Source: an optimization exercise on an open RTL-to-GDS flow (aim: small area, a short achievable clock period and few clock cycles). Production flows keep margins and buffers that such runs may drop.
The RTL was checked by simulation tests, not by an equivalence proof against the original design.

==> fjord <==
==> flow/design.v <==
module cle_biquad_channel (
    input  wire        clk,
    input  wire        rst,         
    input  wire        wr_en,
    input  wire [5:0]  wr_addr,     
    input  wire [31:0] wr_data,
    input  wire [5:0]  rd_addr,
    output reg  [31:0] rd_data,
    input  wire        start,
    input  wire [31:0] x_in,
    input  wire [1:0]  base,
    input  wire [2:0]  count,       
    input  wire [31:0] clo,
    input  wire [31:0] chi,
    input  wire        aw,
    output wire        busy,
    output reg         done,
    output reg  [31:0] y_out,
    output reg         clamped,
    output reg         sat
);
    localparam NSEC = 4;
    localparam W_SHIFT = 4'd5;
    localparam W_X1    = 4'd6;
    localparam W_X2    = 4'd7;
    localparam W_Y1    = 4'd8;
    localparam W_Y2    = 4'd9;
    localparam W_FLAGS = 4'd10;
    reg signed [31:0] coef  [0:NSEC-1][0:4];
    reg        [5:0]  shf   [0:NSEC-1][0:4];
    reg signed [31:0] st_x1 [0:NSEC-1];
    reg signed [31:0] st_x2 [0:NSEC-1];
    reg signed [31:0] st_y1 [0:NSEC-1];
    reg signed [31:0] st_y2 [0:NSEC-1];
    reg               sflag [0:NSEC-1];
    localparam S_IDLE = 3'd0;
    localparam S_MUL  = 3'd1;    
    localparam S_ACC  = 3'd2;    
    localparam S_WB   = 3'd3;    
    localparam S_FIN  = 3'd4;    
    reg [2:0]         state;
    reg [1:0]         sec;        
    reg [2:0]         left;       
    reg [2:0]         term;       
    reg signed [71:0] acc;
    reg signed [31:0] cur_x;      
    reg signed [31:0] y_sec;      
    reg               run_sat;
    reg signed [31:0] clo_r;
    reg signed [31:0] chi_r;
    reg               aw_r;
    reg               has_sec;    
    assign busy = (state != S_IDLE);
    reg signed [31:0] op_v;
    always @(*) begin
        case (term)
            3'd0:    op_v = cur_x;
            3'd1:    op_v = st_x1[sec];
            3'd2:    op_v = st_x2[sec];
            3'd3:    op_v = st_y1[sec];
            default: op_v = st_y2[sec];
        endcase
    end
    wire signed [31:0] op_c = coef[sec][term];
    wire        [5:0]  op_k = shf[sec][term];
    wire signed [63:0] prod = op_c * op_v;
    wire signed [63:0] half = (op_k == 6'd0) ? 64'sd0 : (64'sd1 <<< (op_k - 6'd1));
    wire signed [63:0] term_r = (prod + half) >>> op_k;
    wire signed [71:0] term_x = {{8{term_r[63]}}, term_r};
    wire acc_hi = (acc > 72'sh00_0000_0000_7FFF_FFFF);
    wire acc_lo = (acc < -72'sh00_0000_0000_8000_0000);
    wire signed [31:0] acc_sat = acc_hi ? 32'sh7FFF_FFFF :
                                 acc_lo ? 32'sh8000_0000 : acc[31:0];
    wire signed [31:0] clamp_v = (cur_x > chi_r) ? chi_r :
                                 (cur_x < clo_r) ? clo_r : cur_x;
    wire [1:0] last_sec = sec;
    wire [1:0] rd_sec  = rd_addr[5:4];
    wire [3:0] rd_word = rd_addr[3:0];
    always @(*) begin
        case (rd_word)
            4'd0, 4'd1, 4'd2, 4'd3, 4'd4:
                     rd_data = coef[rd_sec][rd_word[2:0]];
            W_SHIFT: rd_data = {2'b00, shf[rd_sec][4], shf[rd_sec][3], shf[rd_sec][2],
                                shf[rd_sec][1], shf[rd_sec][0]};
            W_X1:    rd_data = st_x1[rd_sec];
            W_X2:    rd_data = st_x2[rd_sec];
            W_Y1:    rd_data = st_y1[rd_sec];
            W_Y2:    rd_data = st_y2[rd_sec];
            W_FLAGS: rd_data = {31'd0, sflag[rd_sec]};
            default: rd_data = 32'd0;
        endcase
    end
    wire [1:0] wr_sec  = wr_addr[5:4];
    wire [3:0] wr_word = wr_addr[3:0];
    integer i, j;
    always @(posedge clk) begin
        for (i = 0; i < NSEC; i = i + 1) begin
            if (wr_en && wr_sec == i[1:0]) begin
                for (j = 0; j < 5; j = j + 1)
                    if (wr_word == j[3:0]) coef[i][j] <= wr_data;
                if (wr_word == W_SHIFT) begin
                    shf[i][0] <= wr_data[5:0];
                    shf[i][1] <= wr_data[11:6];
                    shf[i][2] <= wr_data[17:12];
                    shf[i][3] <= wr_data[23:18];
                    shf[i][4] <= wr_data[29:24];
                end
                if (wr_word == W_X1) st_x1[i] <= wr_data;
                if (wr_word == W_X2) st_x2[i] <= wr_data;
                if (wr_word == W_Y1) st_y1[i] <= wr_data;
                if (wr_word == W_Y2) st_y2[i] <= wr_data;
                if (wr_word == W_FLAGS && wr_data[0]) sflag[i] <= 1'b0;
            end
            if (state == S_ACC && sec == i[1:0] && (acc_hi || acc_lo))
                sflag[i] <= 1'b1;
            if (state == S_WB && sec == i[1:0]) begin
                st_x2[i] <= st_x1[i];
                st_x1[i] <= cur_x;
                st_y2[i] <= st_y1[i];
                st_y1[i] <= y_sec;
            end
            if (state == S_FIN && has_sec && aw_r && last_sec == i[1:0])
                st_y1[i] <= clamp_v;
        end
    end
    always @(posedge clk) begin
        if (rst) begin
            state   <= S_IDLE;
            done    <= 1'b0;
            y_out   <= 32'd0;
            clamped <= 1'b0;
            sat     <= 1'b0;
        end else begin
            done <= 1'b0;
            case (state)
                S_IDLE: begin
                    if (start) begin
                        cur_x   <= x_in;
                        sec     <= base;
                        left    <= count;
                        clo_r   <= clo;
                        chi_r   <= chi;
                        aw_r    <= aw;
                        has_sec <= (count != 3'd0);
                        run_sat <= 1'b0;
                        term    <= 3'd0;
                        acc     <= 72'sd0;
                        state   <= (count == 3'd0) ? S_FIN : S_MUL;
                    end
                end
                S_MUL: begin
                    if (term < 3'd3) acc <= acc + term_x;
                    else             acc <= acc - term_x;
                    term <= term + 3'd1;
                    if (term == 3'd4) state <= S_ACC;
                end
                S_ACC: begin
                    y_sec <= acc_sat;
                    if (acc_hi || acc_lo) run_sat <= 1'b1;
                    state <= S_WB;
                end
                S_WB: begin
                    cur_x <= y_sec;
                    if (left == 3'd1) begin
                        state <= S_FIN;
                    end else begin
                        sec   <= sec + 2'd1;
                        left  <= left - 3'd1;
                        term  <= 3'd0;
                        acc   <= 72'sd0;
                        state <= S_MUL;
                    end
                end
                S_FIN: begin
                    y_out   <= clamp_v;
                    clamped <= (clamp_v != cur_x);
                    sat     <= run_sat;
                    done    <= 1'b1;
                    state   <= S_IDLE;
                end
                default: state <= S_IDLE;
            endcase
        end
    end
endmodule
==> flow/run.sh <==
#!/bin/bash
# synth_recipe.tcl (not shown) runs the flow's synth.tcl, then flattens the netlist and writes it again
# the make line also repeats each setting of config.mk as NAME=value (left out here)
make -C /OpenROAD-flow-scripts/flow DESIGN_CONFIG=/design/flow/config.mk WORK_HOME=/design/flow/orfs CLKGATE_MAP_FILE= SYNTH_SCRIPT=/design/flow/synth_recipe.tcl finish
==> flow/config.mk <==
export PLATFORM = sky130hd
export DESIGN_NAME = cle_biquad_channel
export DESIGN_NICKNAME = cle_biquad_channel
export VERILOG_FILES = /design/flow/design.v
export SDC_FILE = /design/flow/constraint.sdc
export NUM_CORES = 4
export LEC_CHECK = 0
export CAP_MARGIN = 20
export CORE_MARGIN = 2
export CORE_UTILIZATION = 25
export PLACE_DENSITY = 0.35
export SLEW_MARGIN = 20
==> flow/constraint.sdc <==
create_clock -name core_clock -period 22.0 [get_ports {clk}]
set_input_delay 4.4000 -clock core_clock [delete_from_list [all_inputs] [get_ports {clk}]]
set_output_delay 4.4000 -clock core_clock [all_outputs]
set_load 0.01 [all_outputs]
==> harbor: changes against fjord <==
==> flow/design.v, changed modules only <==
module cle_biquad_channel (
    input  wire        clk,
    input  wire        rst,         
    input  wire        wr_en,
    input  wire [5:0]  wr_addr,     
    input  wire [31:0] wr_data,
    input  wire [5:0]  rd_addr,
    output reg  [31:0] rd_data,
    input  wire        start,
    input  wire [31:0] x_in,
    input  wire [1:0]  base,
    input  wire [2:0]  count,       
    input  wire [31:0] clo,
    input  wire [31:0] chi,
    input  wire        aw,
    output wire        busy,
    output reg         done,
    output reg  [31:0] y_out,
    output reg         clamped,
    output reg         sat
);
    localparam NSEC = 4;
    localparam W_SHIFT = 4'd5;
    localparam W_X1    = 4'd6;
    localparam W_X2    = 4'd7;
    localparam W_Y1    = 4'd8;
    localparam W_Y2    = 4'd9;
    localparam W_FLAGS = 4'd10;
    reg signed [31:0] coef  [0:NSEC-1][0:4];
    reg        [5:0]  shf   [0:NSEC-1][0:4];
    reg signed [31:0] st_x1 [0:NSEC-1];
    reg signed [31:0] st_x2 [0:NSEC-1];
    reg signed [31:0] st_y1 [0:NSEC-1];
    reg signed [31:0] st_y2 [0:NSEC-1];
    reg               sflag [0:NSEC-1];
    localparam S_IDLE = 3'd0;
    localparam S_MUL  = 3'd1;    
    localparam S_ACC  = 3'd2;    
    localparam S_FIN  = 3'd4;    
    reg [2:0]         state;
    reg [1:0]         sec;        
    reg [2:0]         left;       
    reg [2:0]         term;       
    reg signed [71:0] acc;
    reg signed [31:0] cur_x;      
    reg               fin;        
    reg [1:0]         psec;
    reg               run_sat;
    reg signed [31:0] clo_r;
    reg signed [31:0] chi_r;
    reg               aw_r;
    assign busy = (state != S_IDLE);
    reg signed [31:0] op_v;
    always @(*) begin
        case (term)
            3'd0:    op_v = cur_x;
            3'd1:    op_v = st_x1[sec];
            3'd2:    op_v = st_x2[sec];
            3'd3:    op_v = st_y1[sec];
            default: op_v = st_y2[sec];
        endcase
    end
    wire signed [31:0] op_c = coef[sec][term];
    wire        [5:0]  op_k = shf[sec][term];
    wire signed [63:0] prod = op_c * op_v;
    wire signed [63:0] half = (op_k == 6'd0) ? 64'sd0 : (64'sd1 <<< (op_k - 6'd1));
    wire signed [63:0] term_r = (prod + half) >>> op_k;
    wire signed [71:0] term_x = {{8{term_r[63]}}, term_r};
    wire acc_hi = (acc > 72'sh00_0000_0000_7FFF_FFFF);
    wire acc_lo = (acc < -72'sh00_0000_0000_8000_0000);
    wire signed [31:0] acc_sat = acc_hi ? 32'sh7FFF_FFFF :
                                 acc_lo ? 32'sh8000_0000 : acc[31:0];
    wire signed [31:0] clamp_v = (cur_x > chi_r) ? chi_r :
                                 (cur_x < clo_r) ? clo_r : cur_x;
    wire signed [31:0] clamp_a = (acc_sat > chi_r) ? chi_r :
                                 (acc_sat < clo_r) ? clo_r : acc_sat;
    wire [1:0] rd_sec  = rd_addr[5:4];
    wire [3:0] rd_word = rd_addr[3:0];
    always @(*) begin
        case (rd_word)
            4'd0, 4'd1, 4'd2, 4'd3, 4'd4:
                     rd_data = coef[rd_sec][rd_word[2:0]];
            W_SHIFT: rd_data = {2'b00, shf[rd_sec][4], shf[rd_sec][3], shf[rd_sec][2],
                                shf[rd_sec][1], shf[rd_sec][0]};
            W_X1:    rd_data = st_x1[rd_sec];
            W_X2:    rd_data = st_x2[rd_sec];
            W_Y1:    rd_data = st_y1[rd_sec];
            W_Y2:    rd_data = st_y2[rd_sec];
            W_FLAGS: rd_data = {31'd0, sflag[rd_sec]};
            default: rd_data = 32'd0;
        endcase
    end
    wire [1:0] wr_sec  = wr_addr[5:4];
    wire [3:0] wr_word = wr_addr[3:0];
    integer i, j;
    always @(posedge clk) begin
        for (i = 0; i < NSEC; i = i + 1) begin
            if (wr_en && wr_sec == i[1:0]) begin
                for (j = 0; j < 5; j = j + 1)
                    if (wr_word == j[3:0]) coef[i][j] <= wr_data;
                if (wr_word == W_SHIFT) begin
                    shf[i][0] <= wr_data[5:0];
                    shf[i][1] <= wr_data[11:6];
                    shf[i][2] <= wr_data[17:12];
                    shf[i][3] <= wr_data[23:18];
                    shf[i][4] <= wr_data[29:24];
                end
                if (wr_word == W_X1) st_x1[i] <= wr_data;
                if (wr_word == W_X2) st_x2[i] <= wr_data;
                if (wr_word == W_Y1) st_y1[i] <= wr_data;
                if (wr_word == W_Y2) st_y2[i] <= wr_data;
                if (wr_word == W_FLAGS && wr_data[0]) sflag[i] <= 1'b0;
            end
            if (fin && psec == i[1:0]) begin
                if (acc_hi || acc_lo) sflag[i] <= 1'b1;
                st_x2[i] <= st_x1[i];
                st_x1[i] <= cur_x;
                st_y2[i] <= st_y1[i];
                st_y1[i] <= (state == S_ACC && aw_r) ? clamp_a : acc_sat;
            end
        end
    end
    always @(posedge clk) begin
        if (rst) begin
            state   <= S_IDLE;
            fin     <= 1'b0;
            done    <= 1'b0;
            y_out   <= 32'd0;
            clamped <= 1'b0;
            sat     <= 1'b0;
        end else begin
            done <= 1'b0;
            fin  <= 1'b0;
            if (fin) begin
                cur_x <= acc_sat;
                if (acc_hi || acc_lo) run_sat <= 1'b1;
            end
            case (state)
                S_IDLE: begin
                    if (start) begin
                        cur_x   <= x_in;
                        sec     <= base;
                        left    <= count;
                        clo_r   <= clo;
                        chi_r   <= chi;
                        aw_r    <= aw;
                        run_sat <= 1'b0;
                        term    <= 3'd1;
                        state   <= (count == 3'd0) ? S_FIN : S_MUL;
                    end
                end
                S_MUL: begin
                    if (term == 3'd1)     acc <= term_x;
                    else if (term < 3'd3) acc <= acc + term_x;
                    else                  acc <= acc - term_x;
                    if (term == 3'd0) begin
                        fin  <= 1'b1;
                        psec <= sec;
                        if (left == 3'd1) begin
                            state <= S_ACC;
                        end else begin
                            sec  <= sec + 2'd1;
                            left <= left - 3'd1;
                            term <= 3'd1;
                        end
                    end else begin
                        term <= (term == 3'd4) ? 3'd0 : term + 3'd1;
                    end
                end
                S_ACC: begin
                    y_out   <= clamp_a;
                    clamped <= (clamp_a != acc_sat);
                    sat     <= run_sat | acc_hi | acc_lo;
                    done    <= 1'b1;
                    state   <= S_IDLE;
                end
                S_FIN: begin
                    y_out   <= clamp_v;
                    clamped <= (clamp_v != cur_x);
                    sat     <= run_sat;
                    done    <= 1'b1;
                    state   <= S_IDLE;
                end
                default: state <= S_IDLE;
            endcase
        end
    end
endmodule
==> out/qor.txt <==
=================================================================================================================
Clock skew after layout ............................................................................     0.124 ns
Weighted congestion reported at the end of routability-driven placement ............................        0.934
Global-route track usage on met1 ...................................................................        36.9%
Highest fanout seen on the critical path ...........................................................           23
Arithmetic-cell share of the synthesized area counting full adders, half adders and majority gates .        23.0%
Die Span Y .........................................................................................       725 µm
Outcome ............................................................................................  timing/DRC/antenna clean
Met3 usage .........................................................................................        4.72%
All-Layer GR Usage .................................................................................        27.2%
Total Nets Final ...................................................................................        15573
Endpoint of the worst setup timing path ............................................................      acc[70]
Total wire length after detailed routing ...........................................................    735000 µm
Worst slew margin ..................................................................................        16.0%
Total length of routed met3 wires ..................................................................     57300 µm
=================================================================================================================
Source of the figures above: harbor

==> out/qor.txt <==
=================================================================================================================
Weighted congestion reported at the end of routability-driven placement ............................        0.966
Global-route track usage on met1 ...................................................................        36.8%
Outcome ............................................................................................  timing/DRC/antenna clean
Total wire length after detailed routing ...........................................................    691000 µm
Clock skew after layout ............................................................................     0.128 ns
Total length of routed met3 wires ..................................................................     53100 µm
Worst slew margin ..................................................................................        12.2%
All-Layer GR Usage .................................................................................        25.9%
Endpoint of the worst setup timing path ............................................................      acc[68]
Arithmetic-cell share of the synthesized area counting full adders, half adders and majority gates .        22.5%
Die Span Y .........................................................................................       723 µm
Highest fanout seen on the critical path ...........................................................           37
=================================================================================================================
Source of the figures above: fjord

Testbench counts of fjord, summed over its fixed seeds: cycles 46,989.
Testbench counts of harbor, summed over its fixed seeds: cycles 34,935.

==> static timing again, ports no longer ideal <==
In the flow no input, the clock included, has a driving cell. The finished layouts below were timed again as built, in two steps.
Step 1: set_driving_cell puts a clkbuf_16 on clk and a buf_2 on each other input, an assumption about the parent block.
Step 2 also shifts input and output timing later by t, the mid clock arrival at the registers, as if the neighbouring blocks saw the same clock.
Slacks: ideal ports / drivers / drivers and shift; pairs: ideal ports / drivers.
run | shift t [ns] | setup WS [ns] | latest minus earliest clock arrival (ns) | cell pins on the clock port's net
fjord | 1.022 | 0.926 / 0.926 / 0.926 | 0.128 / 0.128 | 1
harbor | 1.067 | 0.697 / 0.697 / 0.697 | 0.141 / 0.141 | 1
After both steps every run listed still meets setup and hold.
